Source: an optimization exercise on an open RTL-to-GDS flow (aim: small area, a short achievable clock period and few clock cycles per item). Production flows keep margins and buffers that such runs may drop. Only simulation tests tie the RTL to the original design; equivalence was not proved. Power is estimated from default activity; no workload was simulated.

==> flow/design.v <==
module xv_pivot (
    input  wire        clk,
    input  wire        rst,
    input  wire        in_valid,
    output wire        in_ready,
    input  wire [63:0] in_p,
    input  wire [63:0] in_th,
    input  wire [7:0]  in_fs,
    input  wire [7:0]  in_fd,
    input  wire        in_sx32,
    input  wire        in_dx32,
    input  wire        in_rsq,
    input  wire        in_sat,
    output reg         out_valid,
    output wire [63:0] out_q,
    output wire [3:0]  out_flags
);
    localparam [1:0] S_IDLE = 2'd0, S_DIV = 2'd2, S_FIN = 2'd3;
    reg [1:0]  state;
    reg        first;         
    reg        sqf;           
    reg        bad;           
    reg        nv;
    reg        dx32, rsq, sat;
    reg signed [9:0] e;
    reg [5:0]  msb;           
    reg        pow2;
    reg [62:0] d;             
    reg [64:0] rem;           
    reg [5:0]  k;             
    reg [1:0]  qb;            
    reg        sq_en;         
    reg [63:0] srem;          
    reg [63:0] res;           
    reg        spec;
    reg [3:0]  sfl;
    reg [3:0]  fl_r;          
    reg        fl_c;          
    reg        divnz;         
    assign in_ready  = (state == S_IDLE) || (state == S_FIN) || ((state == S_DIV) && sqf);
    assign out_q     = res;
    wire   nx        = (rem != 65'd0) || (srem != 64'd0);
    wire   nx_c      = divnz || (srem != 64'd0);
    assign out_flags = fl_c ? {1'b0, nx_c, nx_c && (res == 64'd0), 1'b0} : fl_r;
    wire lo_z  = (in_p[30:0] == 31'd0);
    wire hi_z  = (in_p[62:32] == 31'd0);
    wire lt31  = (in_p[30:0] < in_th[30:0]);
    wire lt32s = (in_p[31] & ~in_th[31]) | ((in_p[31] == in_th[31]) & lt31);    
    wire lt32u = (~in_p[31] & in_th[31]) | ((in_p[31] == in_th[31]) & lt31);    
    wire lthi  = ($signed(in_p[63:32]) < $signed(in_th[63:32]));
    wire lt64  = lthi | ((in_p[63:32] == in_th[63:32]) & lt32u);
    wire p_nar = in_sx32 ? (in_p[31] & lo_z) : (in_p[63] & hi_z & ~in_p[31] & lo_z);
    wire t_nar = in_sx32 ? (in_th[31:0] == 32'h8000_0000) : (in_th == 64'h8000_0000_0000_0000);
    wire a_nv  = in_sx32 ? (in_p[31] | lo_z | lt32s)
                         : (in_p[63] | (hi_z & ~in_p[31] & lo_z) | lt64);
    wire signed [9:0] fs10 = {{2{in_fs[7]}}, in_fs};
    wire signed [9:0] fd10 = {{2{in_fd[7]}}, in_fd};
    wire signed [9:0] a_e  = (in_rsq ? fd10 + fd10 : fd10) + fs10;
    wire [62:0] a_d  = {in_sx32 ? 32'd0 : in_p[62:31], in_p[30:0]};
    wire [62:0] sm1  = a_d | (a_d >> 1);
    wire [62:0] sm2  = sm1 | (sm1 >> 2);
    wire [62:0] sm4  = sm2 | (sm2 >> 4);
    wire [62:0] sm8  = sm4 | (sm4 >> 8);
    wire [62:0] sm16 = sm8 | (sm8 >> 16);
    wire [62:0] sm32 = sm16 | (sm16 >> 32);
    wire [62:0] above = sm32 >> 1;            
    wire [62:0] lead  = a_d & ~above;
    reg  [63:0] t_any, t_mul;
    integer    lv, ix;
    reg        a_multi;
    always @* begin
        t_any = {1'b0, a_d};
        t_mul = 64'd0;
        for (lv = 1; lv < 64; lv = lv * 2)
            for (ix = 0; ix + lv < 64; ix = ix + 2 * lv) begin
                t_mul[ix] = t_mul[ix] | t_mul[ix + lv] | (t_any[ix] & t_any[ix + lv]);
                t_any[ix] = t_any[ix] | t_any[ix + lv];
            end
        a_multi = t_mul[0];
    end
    reg  [5:0]  a_msb;
    integer c;
    always @* begin
        a_msb = 6'd0;
        for (c = 0; c < 63; c = c + 1)
            a_msb = a_msb | (lead[c] ? c[5:0] : 6'd0);
    end
    wire [64:0] a_rem;
    genvar g;
    generate
        for (g = 0; g < 65; g = g + 1) begin : g_rem
            wire up = (g >= 1 && g <= 63) ? lead[g - 1] : 1'b0;
            wire at = (g <= 62) ? lead[g] : 1'b0;
            assign a_rem[g] = (g % 2 == 0 ? !a_e[0] : a_e[0]) & (at | up);
        end
    endgenerate
    wire signed [9:0] s  = e - $signed({4'd0, msb});
    wire [5:0]  kc = first ? s[6:1] : k;      
    wire signed [9:0] kk = rsq ? (dx32 ? 10'sd61 : 10'sd125) : (dx32 ? 10'sd30 : 10'sd62);
    wire under = s[9];
    wire over  = (s > kk + 10'sd1) || ((s == kk + 10'sd1) && pow2);
    wire [63:0] nar_code = dx32 ? 64'h0000_0000_8000_0000 : 64'h8000_0000_0000_0000;
    wire [63:0] max_code = dx32 ? 64'h0000_0000_7FFF_FFFF : 64'h7FFF_FFFF_FFFF_FFFF;
    wire [65:0] x3  = {1'b0, rem};
    wire [65:0] y3  = ~{2'b00, d, 1'b0};
    wire [65:0] z3  = ~{3'b000, d};
    wire [65:0] s3  = x3 ^ y3 ^ z3;
    wire [65:0] c3  = {(x3[64:0] & y3[64:0]) | (x3[64:0] & z3[64:0]) | (y3[64:0] & z3[64:0]), 1'b1};
    wire [65:0] r3  = s3 + c3 + 66'd1;
    wire [65:0] r1  = {1'b0, rem} - {3'b000, d};
    wire [65:0] r2  = {1'b0, rem} - {2'b00, d, 1'b0};
    wire        ge1 = !r1[65], ge2 = !r2[65], ge3 = !r3[65];
    wire [1:0]  qd  = ge3 ? 2'd3 : ge2 ? 2'd2 : {1'b0, ge1};
    wire [62:0] rem_nx = ge3 ? r3[62:0] : ge2 ? r2[62:0] : ge1 ? r1[62:0] : rem[62:0];
    wire [65:0] srem2    = {srem, qb};
    wire [65:0] trial    = {res[63:0], 2'b01};
    wire [66:0] srem_sub = {1'b0, srem2} - {1'b0, trial};
    wire        r_one    = !srem_sub[66];
    wire [63:0] srem_nx  = r_one ? srem_sub[63:0] : srem2[63:0];
    always @(posedge clk) begin
        if (rst) begin
            state     <= S_IDLE;
            sqf       <= 1'b0;
            sq_en     <= 1'b0;
            out_valid <= 1'b0;
        end else begin
            sq_en     <= 1'b0;
            out_valid <= (state == S_FIN) || ((state == S_DIV) && sqf);
            if (state == S_FIN) begin
                fl_r <= spec ? sfl : {1'b0, nx, nx && (res == 64'd0), 1'b0};
                fl_c <= 1'b0;
            end
            if ((state == S_DIV) && sqf) begin
                divnz <= (rem != 65'd0);
                fl_c  <= 1'b1;
            end
            if (in_ready) begin
                    if (in_valid) begin
                        d     <= a_d;
                        bad   <= p_nar || t_nar || a_nv;
                        nv    <= !(p_nar || t_nar);
                        e     <= a_e;
                        msb   <= a_msb;
                        pow2  <= !a_multi;
                        dx32  <= in_dx32;
                        rsq   <= in_rsq;
                        sat   <= in_sat;
                        rem   <= a_rem;
                        qb    <= 2'b00;
                        first <= 1'b1;
                        state <= S_DIV;
                    end else
                        state <= S_IDLE;
            end
            case (state)
                S_DIV: begin
                    if (!sqf) begin
                        rem <= {rem_nx, 2'b00};
                        k   <= kc - 6'd1;
                        qb  <= qd;
                        sq_en <= rsq;
                        if (!rsq)
                            res <= {res[61:0], qd};
                        if (kc == 6'd0) begin
                            if (rsq) sqf <= 1'b1;
                            else     state <= S_FIN;
                        end
                    end else
                        sqf   <= 1'b0;
                    if (sq_en) begin
                        srem <= srem_nx;
                        res  <= {res[62:0], r_one};
                    end
                    if (first) begin
                        first <= 1'b0;
                        srem  <= 64'd0;
                        spec  <= 1'b1;
                        if (bad) begin
                            res   <= nar_code;
                            sfl   <= {nv, 3'b000};
                            sqf   <= 1'b0;
                            state <= S_FIN;
                        end else if (under) begin
                            res   <= 64'd0;
                            sfl   <= 4'b0110;
                            sqf   <= 1'b0;
                            state <= S_FIN;
                        end else if (over) begin
                            res   <= sat ? nar_code : max_code;
                            sfl   <= 4'b0101;
                            sqf   <= 1'b0;
                            state <= S_FIN;
                        end else begin
                            res   <= rsq ? 64'd0 : {62'd0, qd};
                            spec  <= 1'b0;
                        end
                    end
                end
                default: ;
            endcase
        end
    end
endmodule
export LEC_CHECK = 0
export CAP_MARGIN = 20
export CORE_MARGIN = 2
export CORE_UTILIZATION = 40
export CTS_BUF_LIST = sky130_fd_sc_hd__clkbuf_8
export SETUP_SLACK_MARGIN = 5
export SLEW_MARGIN = 20
export TNS_END_PERCENT = 0
create_clock -name core_clock -period 9.0 [get_ports {clk}]
standard.sh (not shown) runs the stock make flow with config.mk's settings and CLKGATE_MAP_FILE= SYNTH_SCRIPT=/design/flow/synth_recipe.tcl, a recipe that flattens the netlist after the stock synthesis.
==> flow/flow/run.sh <==
#!/bin/bash
# The standard layout, with plain buffers (instead of delay cells) on the ports, timing repair
# free to resize cells across footprints and aimed 6 ns below the clock period; clock tree of clkbuf_8.
set -euo pipefail
bash standard.sh "BUFFER_PORTS_ARGS=-buffer_cell sky130_fd_sc_hd__buf_2" "MATCH_CELL_FOOTPRINT=0" "SETUP_SLACK_MARGIN=6" finish > standard_make.log 2>&1
Testbench counts at the start, summed over its fixed seeds: cycles 52,222, items 1,600.
Rerun with:
--- a/flow/design.v
+++ b/flow/design.v
@@ -10,13 +10,13 @@
     input  wire        in_sx32,
     input  wire        in_dx32,
     input  wire        in_rsq,
     input  wire        in_sat,
     output reg         out_valid,
     output wire [63:0] out_q,
-    output wire [3:0]  out_flags
+    output reg  [3:0]  out_flags
 );
     localparam [1:0] S_IDLE = 2'd0, S_DIV = 2'd2, S_FIN = 2'd3;
     reg [1:0]  state;
     reg        first;         
     reg        sqf;           
     reg        bad;           
@@ -31,20 +31,15 @@
     reg [1:0]  qb;            
     reg        sq_en;         
     reg [63:0] srem;          
     reg [63:0] res;           
     reg        spec;
     reg [3:0]  sfl;
-    reg [3:0]  fl_r;          
-    reg        fl_c;          
-    reg        divnz;         
-    assign in_ready  = (state == S_IDLE) || (state == S_FIN) || ((state == S_DIV) && sqf);
+    assign in_ready  = (state == S_IDLE) || (state == S_FIN);
     assign out_q     = res;
     wire   nx        = (rem != 65'd0) || (srem != 64'd0);
-    wire   nx_c      = divnz || (srem != 64'd0);
-    assign out_flags = fl_c ? {1'b0, nx_c, nx_c && (res == 64'd0), 1'b0} : fl_r;
     wire lo_z  = (in_p[30:0] == 31'd0);
     wire hi_z  = (in_p[62:32] == 31'd0);
     wire lt31  = (in_p[30:0] < in_th[30:0]);
     wire lt32s = (in_p[31] & ~in_th[31]) | ((in_p[31] == in_th[31]) & lt31);    
     wire lt32u = (~in_p[31] & in_th[31]) | ((in_p[31] == in_th[31]) & lt31);    
     wire lthi  = ($signed(in_p[63:32]) < $signed(in_th[63:32]));
@@ -122,61 +117,57 @@
             state     <= S_IDLE;
             sqf       <= 1'b0;
             sq_en     <= 1'b0;
             out_valid <= 1'b0;
         end else begin
             sq_en     <= 1'b0;
-            out_valid <= (state == S_FIN) || ((state == S_DIV) && sqf);
-            if (state == S_FIN) begin
-                fl_r <= spec ? sfl : {1'b0, nx, nx && (res == 64'd0), 1'b0};
-                fl_c <= 1'b0;
-            end
-            if ((state == S_DIV) && sqf) begin
-                divnz <= (rem != 65'd0);
-                fl_c  <= 1'b1;
-            end
-            if (in_ready) begin
+            out_valid <= (state == S_FIN);
+            if (state == S_FIN)
+                out_flags <= spec ? sfl : {1'b0, nx, nx && (res == 64'd0), 1'b0};
+            case (state)
+                S_IDLE, S_FIN: begin
                     if (in_valid) begin
                         d     <= a_d;
                         bad   <= p_nar || t_nar || a_nv;
                         nv    <= !(p_nar || t_nar);
                         e     <= a_e;
                         msb   <= a_msb;
                         pow2  <= !a_multi;
                         dx32  <= in_dx32;
                         rsq   <= in_rsq;
                         sat   <= in_sat;
                         rem   <= a_rem;
                         qb    <= 2'b00;
+                        srem  <= 64'd0;
                         first <= 1'b1;
                         state <= S_DIV;
                     end else
                         state <= S_IDLE;
-            end
-            case (state)
+                end
                 S_DIV: begin
                     if (!sqf) begin
                         rem <= {rem_nx, 2'b00};
                         k   <= kc - 6'd1;
                         qb  <= qd;
                         sq_en <= rsq;
                         if (!rsq)
                             res <= {res[61:0], qd};
                         if (kc == 6'd0) begin
                             if (rsq) sqf <= 1'b1;
                             else     state <= S_FIN;
                         end
-                    end else
+                    end else begin
                         sqf   <= 1'b0;
+                        state <= S_FIN;
+                    end
                     if (sq_en) begin
                         srem <= srem_nx;
                         res  <= {res[62:0], r_one};
                     end
                     if (first) begin
                         first <= 1'b0;
-                        srem  <= 64'd0;
                         spec  <= 1'b1;
                         if (bad) begin
                             res   <= nar_code;
                             sfl   <= {nv, 3'b000};
                             sqf   <= 1'b0;
                             state <= S_FIN;
@@ -193,11 +184,11 @@
                         end else begin
                             res   <= rsq ? 64'd0 : {62'd0, qd};
                             spec  <= 1'b0;
                         end
                     end
                 end
-                default: ;
+                default: state <= S_IDLE;
             endcase
         end
     end
 endmodule
Result:
- The new run passed the timing, design-rule and antenna checks
- global-route usage goes down by 0.35 points
- non-clock buffer count goes up by 40
- hold slack is better by 0.020 ns
- cell count goes down by a few percent
- area after synthesis goes down by a few percent
- routed wire length goes down by a few percent
- sequential cell count goes down by 2
- cell area barely changes
- via count goes down by a few percent
- sequential power goes down by about a fifth
Testbench counts after the change, summed over its fixed seeds: cycles 53,002, items 1,600.

==> what the ideal ports hide <==
How much do the figures lean on ideal ports? The routed layouts below were timed once more, with nothing changed but the port constraints. Step 1: set_driving_cell puts a clkbuf_16 on clk and a buf_2 on each other input, an assumption about the parent block. Step 2 adds t to the input delays and takes it off the output delays; t is the mean of the earliest and latest rising clock arrival at the registers after step 1. Input paths then give back, and output paths get back, about the clock's delay inside the block. Three values: ideal, step 1, step 2; two values: the first two.
run | t (ns) | slack for setup (ns) | worst register clock-pin slew, ns | worst data-port slew with drivers (ns) | pins driven straight from the clock port
the first run | 0.766 | 4.358 / 4.354 / 3.638 | 0.08 / 0.08 | 0.07 | 1
the second run | 0.768 | 4.748 / 4.748 / 4.103 | 0.08 / 0.08 | 0.05 | 1
After both steps every run listed still meets setup and hold. The setup slack of the first run, which loses most, moves by -0.004 ns with the drivers and by -0.720 ns with both steps.
